This design comes from an exercise in tuning for small area on the open sky130 flow, not from production work. Function was checked by simulation only, so behaviour that the tests miss may differ from the original. No activity file was given, so power comes from the tool's default toggle rates.

===== flow/design.v =====
module sinc3_filter #(
    parameter RMAX = 256,               
    parameter RW   = 9                  
) (
    input  wire          clk,
    input  wire          clr,           
    input  wire          edge_in,       
    input  wire          d,
    input  wire [RW-1:0] r,             
    input  wire          calc,          
    output reg  [23:0]   result         
);
    localparam W  = 3 * $clog2(RMAX) + 1;    
    localparam NH = 3 * RMAX;
    reg [NH-1:0] hist;                  
    reg [W-1:0]  i1, i2, i3;
    wire xr  = hist[r - 1];
    wire x2r = hist[2 * r - 1];
    wire x3r = hist[3 * r - 1];
    wire signed [W-1:0] c = $signed({{(W-1){1'b0}}, d})
                          - 3 * $signed({{(W-1){1'b0}}, xr})
                          + 3 * $signed({{(W-1){1'b0}}, x2r})
                          - $signed({{(W-1){1'b0}}, x3r});
    wire [W-1:0] i1_n = i1 + c;
    wire [W-1:0] i2_n = i2 + i1_n;
    wire [W-1:0] i3_n = i3 + i2_n;
    always @(posedge clk) begin
        if (clr) begin
            hist <= {NH{1'b0}};
            i1   <= {W{1'b0}};
            i2   <= {W{1'b0}};
            i3   <= {W{1'b0}};
        end else if (edge_in) begin
            hist <= {hist[NH-2:0], d};
            i1   <= i1_n;
            i2   <= i2_n;
            i3   <= i3_n;
        end
    end
    wire [W-1:0] r3  = r * r * r;
    wire [W:0]   den = {r3, 1'b0};
    wire [24:0]  low = r3;              
    reg [W+1:0] rem;
    reg [24:0]  q;
    integer k;
    always @(*) begin
        rem = {2'b00, i3};
        for (k = 24; k >= 0; k = k - 1) begin
            rem = {rem[W:0], low[k]};
            if (rem >= {1'b0, den}) begin
                rem  = rem - {1'b0, den};
                q[k] = 1'b1;
            end else begin
                q[k] = 1'b0;
            end
        end
    end
    always @(posedge clk) begin
        if (calc) begin
            if (q >= (1 << 24))
                result <= 24'h7FFFFF;
            else
                result <= q[23:0] - 24'h800000;
        end
    end
endmodule
module sd_input (
    input  wire        clk,
    input  wire        rst,
    input  wire        en,
    input  wire        cmp_en,
    input  wire [8:0]  ctl_osr,
    input  wire [5:0]  prot_osr,
    input  wire [7:0]  cmp_cnt,
    input  wire [15:0] thr_hi,
    input  wire [15:0] thr_lo,
    input  wire [14:0] hys,
    input  wire        smp,
    input  wire        d,
    output reg  [23:0] ctl_res,
    output reg  [23:0] prot_res,
    output reg         cmp,
    output reg         stuck,
    output wire        invalid
);
    wire [8:0] ctl_r  = (ctl_osr < 9'd64)   ? 9'd64  :
                        (ctl_osr > 9'd256)  ? 9'd256 : ctl_osr;
    wire [5:0] prot_r = (prot_osr < 6'd16)  ? 6'd16  :
                        (prot_osr > 6'd32)  ? 6'd32  : prot_osr;
    wire [7:0] cnt    = (cmp_cnt == 8'd0) ? 8'd1 : cmp_cnt;
    reg  en_q;
    wire clr   = en & ~en_q;             
    wire edge0 = smp & en & en_q;
    reg        v1, v2;
    reg        d1, d2;
    reg [15:0] hi1, lo1, hi2, lo2;
    reg [14:0] hys1, hys2;
    always @(posedge clk) begin
        if (rst) begin
            en_q <= 1'b0;
            v1   <= 1'b0;
            v2   <= 1'b0;
        end else begin
            en_q <= en;
            v1   <= edge0;
            v2   <= v1;
        end
        d1 <= d;
        d2 <= d1;
        if (edge0) begin                 
            hi1  <= thr_hi;
            lo1  <= thr_lo;
            hys1 <= hys;
        end
        if (v1) begin
            hi2  <= hi1;
            lo2  <= lo1;
            hys2 <= hys1;
        end
    end
    wire [23:0] ctl_q, prot_q;
    sinc3_filter #(.RMAX(256), .RW(9)) u_ctl (
        .clk(clk), .clr(clr), .edge_in(edge0), .d(d), .r(ctl_r),
        .calc(v1), .result(ctl_q)
    );
    sinc3_filter #(.RMAX(32), .RW(6)) u_prot (
        .clk(clk), .clr(clr), .edge_in(edge0), .d(d), .r(prot_r),
        .calc(v1), .result(prot_q)
    );
    wire signed [23:0] p    = prot_q;
    wire signed [24:0] hi_o = {thr_sx(hi2), 8'hFF};
    wire signed [24:0] lo_o = {thr_sx(lo2), 8'h00};
    wire signed [16:0] lo_h = $signed({lo2[15], lo2}) + $signed({2'b00, hys2});
    wire signed [16:0] hi_h = $signed({hi2[15], hi2}) - $signed({2'b00, hys2});
    wire signed [24:0] lo_i = {lo_h, 8'h00};
    wire signed [24:0] hi_i = {hi_h, 8'h00};
    wire signed [24:0] p25  = {p[23], p};
    wire outside = (p25 > hi_o) || (p25 < lo_o);
    wire in_band  = (p25 >= lo_i) && (p25 <= hi_i);
    function [16:0] thr_sx(input [15:0] v);
        thr_sx = {v[15], v};
    endfunction
    reg [7:0] n_out, n_in;
    wire [7:0] n_out_n = outside ? ((n_out == 8'hFF) ? n_out : n_out + 8'd1) : 8'd0;
    wire [7:0] n_in_n  = in_band  ? ((n_in  == 8'hFF) ? n_in  : n_in  + 8'd1) : 8'd0;
    reg        last;
    reg [8:0]  run;
    reg [9:0]  clear_in;
    wire       change = d2 ^ last;
    wire [8:0] run_n  = change ? 9'd0 : ((run == 9'h1FF) ? run : run + 9'd1);
    wire       stuck_m = (clear_in == 10'd1) ? 1'b0 : stuck;
    wire [9:0] clear_m = (clear_in != 10'd0)  ? clear_in - 10'd1 :
                         (change && stuck)    ? 3 * ctl_r - 10'd2 : 10'd0;
    wire       hit     = (run_n == 9'd256);
    wire       stuck_n = hit ? 1'b1 : stuck_m;
    wire [9:0] clear_n = (hit && stuck_m) ? 10'd0 : clear_m;
    always @(posedge clk) begin
        if (rst) begin
            ctl_res  <= 24'd0;
            prot_res <= 24'd0;
            cmp      <= 1'b0;
            stuck    <= 1'b0;
            n_out    <= 8'd0;
            n_in     <= 8'd0;
            last     <= 1'b0;
            run      <= 9'd0;
            clear_in <= 10'd0;
        end else if (clr) begin
            stuck    <= 1'b0;
            n_out    <= 8'd0;
            n_in     <= 8'd0;
            last     <= 1'b0;
            run      <= 9'd0;
            clear_in <= 10'd0;
        end else if (!en) begin
            cmp      <= 1'b0;
            n_out    <= 8'd0;
            n_in     <= 8'd0;
        end else if (v2) begin
            ctl_res  <= ctl_q;
            prot_res <= prot_q;
            if (cmp_en) begin
                n_out <= n_out_n;
                n_in  <= n_in_n;
                if (!cmp && n_out_n >= cnt)
                    cmp <= 1'b1;
                else if (cmp && n_in_n >= cnt)
                    cmp <= 1'b0;
            end
            last     <= d2;
            run      <= run_n;
            stuck    <= stuck_n;
            clear_in <= clear_n;
        end
    end
    assign invalid = ~en | stuck;
endmodule

===== flow/run.sh =====
#!/bin/bash
# synth_recipe.tcl (not shown) runs the flow's synth.tcl, then flattens the netlist and writes it again
# the make line also repeats each setting of config.mk as NAME=value (left out here)
make -C /OpenROAD-flow-scripts/flow DESIGN_CONFIG=/design/flow/config.mk WORK_HOME=/design/flow/orfs CLKGATE_MAP_FILE= SYNTH_SCRIPT=/design/flow/synth_recipe.tcl finish

===== flow/config.mk =====
export PLATFORM = sky130hd
export DESIGN_NAME = sd_input
export DESIGN_NICKNAME = sd_input
export VERILOG_FILES = /design/flow/design.v
export SDC_FILE = /design/flow/constraint.sdc
export NUM_CORES = 4
export LEC_CHECK = 0
export CAP_MARGIN = 20
export CORE_MARGIN = 2
export CORE_UTILIZATION = 40
export PLACE_DENSITY = 0.6
export SLEW_MARGIN = 20

===== flow/constraint.sdc =====
create_clock -name core_clock -period 180.0 [get_ports {clk}]
set_input_delay 36.0000 -clock core_clock [delete_from_list [all_inputs] [get_ports {clk}]]
set_output_delay 36.0000 -clock core_clock [all_outputs]
set_load 0.01 [all_outputs]

==> results.txt <==
==> state kept, by name, indices dropped and copies added (netlist names), 24 cells and up <==
| name | flops |
|---|---|
| prot_res | 24 |
| ctl_res | 24 |
| u_ctl.i1 | 25 |
| u_ctl.hist | 768 |
| u_prot.result | 24 |
| u_ctl.i3 | 25 |
| u_ctl.result | 24 |
| u_ctl.i2 | 25 |
==> logic make-up after synthesis <==
| group | count (synthesis) | share of synthesized area |
|---|---|---|
| fa+ha+maj | 1658 | 0.178 |
| simple gates | 4949 | 0.179 |
| compound gates | 4392 | 0.244 |
| other cells | 2 | 0.0000594 |
| buf+inv | 1597 | 0.0495 |
| xor+xnor | 995 | 0.0691 |
| mux | 890 | 0.0911 |
| flops | 1124 | 0.189 |
==> cells in the mapped netlist, types with 27 or more instances <==
| cell type | instances |
|---|---|
| nand4_1 | 196 |
| mux4_2 | 140 |
| a21oi_1 | 942 |
| a21o_1 | 713 |
| and3_1 | 171 |
| or3_1 | 30 |
| a211oi_1 | 73 |
| o21bai_1 | 187 |
| a311oi_1 | 203 |
| nor3_1 | 141 |
| o211ai_1 | 49 |
| a22o_1 | 796 |
| mux2i_1 | 153 |
| nand2_1 | 2280 |
| buf_2 | 50 |
| nand3_1 | 782 |
| xnor2_1 | 566 |
| clkbuf_1 | 534 |
| o31ai_1 | 82 |
| o221ai_1 | 38 |
| ha_1 | 1410 |
| dfxtp_1 | 982 |
| and2_1 | 121 |
| a221oi_1 | 54 |
| o21a_1 | 110 |
| xor2_1 | 426 |
| a21boi_0 | 87 |
| inv_1 | 830 |
| o21ai_0 | 592 |
| or2_2 | 30 |
| mux2_2 | 542 |
| edfxtp_1 | 142 |
| nand2b_1 | 219 |
| fa_1 | 243 |
| nor2_1 | 674 |
| buf_1 | 134 |
| and4_1 | 27 |
| a211o_1 | 29 |
| nor2b_1 | 158 |
| o22ai_1 | 67 |
| a31oi_1 | 108 |
| mux2_4 | 27 |
| nor4_1 | 42 |
==> layout make-up <==
cell class,instances,area [µm²]
Sequential cell,1124,23900
Fill cell,31600,178000
Antenna cell,11,27.5
Clock inverter,58,722
Inverter,837,3160
Timing Repair Buffer,309,2790
Multi-Input combinational cell,12900,97000
Clock buffer,181,3910
Tap cell,4160,5200
==> routing by layer <==
metal  up-vias  wire, µm  GRT usage  share of wire
met3       587     22200     0.0227          0.055
met4         4     13400     0.0764          0.033
met2      3373    183000      0.394           0.45
met5         -        27          0       0.000067
met1     56000    186000      0.334           0.46
li1      56400         -          -              -
==> per-stage QoR <==
step,std cells,instance area (µm²),hold slack [ps],power [mW]
after floorplan,15600,127000,310,1130
after global placement,19300,132000,314,1010
after detailed placement,19300,132000,312,1010
after CTS,19600,137000,326,1020
after global routing,19600,137000,333,1030
final,19600,137000,327,1020
==> results.txt <==
* Worst slew pin tran at 1090 ps
* Commonest non-fill, non-tap cell in the layout: nand2_1
* CTS root buf: clkbuf_16
* Number of global-route vias before repair at 110000
* Distinct cells, synth at 130
* Int Pwr at 464 mW
* Gr usage total at 0.241
* GR Overflow Total at 0
* Async S/R FF share, synth at 0
* Combinational gate power at 1.01 W
* Post-CTS Setup Bufs at 0
* Num CTS Buffers at 141
* Unrepaired setup endpoints after global routing: no
* Crit path capture: u_ctl.result[0]
* Clk_skew at 90.2 ps
* Share of layout cells above drive strength 1 at 0.0842
* IO buf count at 126
* Worst R2R Start: u_ctl.i3[1]
* Peak Freq at 6.01 MHz
* Full die area at 0.321 mm²
* Status: complete, no violations
* Delay-heaviest family, CP: compound AO/OA/AOI/OAI gates
* Combinational power share at 0.998
* First-pass GRT wire length at 634000 µm
* Worst Path Arrival at 166920 ps
* R2R cell count at 547
* Total power divided by cell area at 7430 mW/mm²
* Psw at 552 mW
* Critical path capture point type: register
* TritonCTS Sinks at 1124
* Final hold violation count at 0
* Switching Share at 0.544
* Avg Vias per Cell at 5.94
* Hold buffer count at cts at 0
* P_clk at 291 µW
* Max-cap violations at 0
* RR Endpoint: u_ctl.result[0]
* Normalized max-slew margin at 0.267
* CTS resizes at 0
* Ports at 127
* CTS H-tree lvls at 4
* Initial core utilization at 0.402
* Hold endpoint: d2
* Seq power at 1.38 mW
* DRT Pass-1 Iters at 6
* GP Congestion at 0.968
* HPWL after detailed placement at 284000 µm
* Worst R2R Setup Slack at 60200 ps
* Synthesized instance count at 15600
* Chip Width at 566 µm
* Hold Path Class: register to register
* Critical path startpoint category: primary input
* Setup TNS at 0 ps
* Ys flop type: dfxtp_1
* Clock Path Buffers at 4
* Largest cells by area after synthesis: dfxtp_1 16%, ha_1 14%, nand2_1 6.8%
* Commonest cells after routing, fill and taps aside: 2278 x nand2_1, 1407 x ha_1, 981 x dfxtp_1, 942 x a21oi_1, 823 x inv_1
* Row count at 206
* Total wire length at 404000 µm
* EDFF count, synth at 142
* Post-synthesis area per instance at 8.11 µm²
* Worst ir drop on vdd at 11.4 mV
* Worst setup startpoint: ctl_osr[7]
* Register share of total power at 0.001
* Chip height at 566 µm
* Tmin final at 166440 ps
* Slowest CP cell: or4_4
* Hold Crit Start: d1
* WP depth at 582
* LEAKAGE at 58.5 nW
* Vias at 116000
* Final slew viol count at 0
* Final ANT Viol Nets at 0
* Critical Path Max Stage Delay at 790 ps
* Yosys warnings at 3
* Final WS setup at 13560 ps
* DRC violations left at 0
* Synth area leader: dfxtp_1
* Layout overhead on the synthesized area at 8.05%
* DRT iter0 DRCs at 9799
* Initial antenna violation count at 8
* Pre-CTS WS at 14930 ps
* Cell Area, Synth at 0.127 mm²
* Clock Latency Late Sink at 840 ps
* Routed len/inst at 20.6 µm
* TritonCTS clock tree: built
* Crit path buf inv count at 25
* Final setup violation count at 0
* Hold Path Depth at 0
* Most used cell, CP: o21ai_0
* #FFs+latches synth at 1124
* Final worst-path cycle share at 0.925
* Synth top area share at 0.155
* Sequential cell area fraction in the yosys report at 0.189
* Clock network fraction of design power at 0
* Highest-power group: combinational logic
* Crit Path Category: primary input to register
* Worst-path clk slew at 60 ps
* Pin count of the biggest net entering global routing at 211
* Worst EP required at 180480 ps
* Fin util at 0.434
* Core box area at 0.315 mm²
* Final #Nets at 17000
* Crit-path max FO at 49

[afterwards: timing with drivers on the ports]
Ports are ideal in the flow. The routed layout listed here was re-timed in OpenROAD. Step 1 sets driving cells, clkbuf_16 on the clock port and buf_2 on the other inputs (assumed; they add their load-dependent delay and slew). Step 2, shift: input delay + t, output delay - t, t = (earliest + latest rising clock arrival at the registers) / 2. This alone moves slack from input paths to output paths. a / b / c = ideal ports / drivers / drivers and shift; a / b = the first two.
shift t [ns]: 0.879
slack for setup (ns): 13.556 / 13.584 / 12.704
clock arrival spread, ns: 0.109 / 0.109
After both steps setup and hold are still met in this run. For this run, drivers alone change the setup slack by +0.028 ns; drivers and shift together by -0.852 ns.
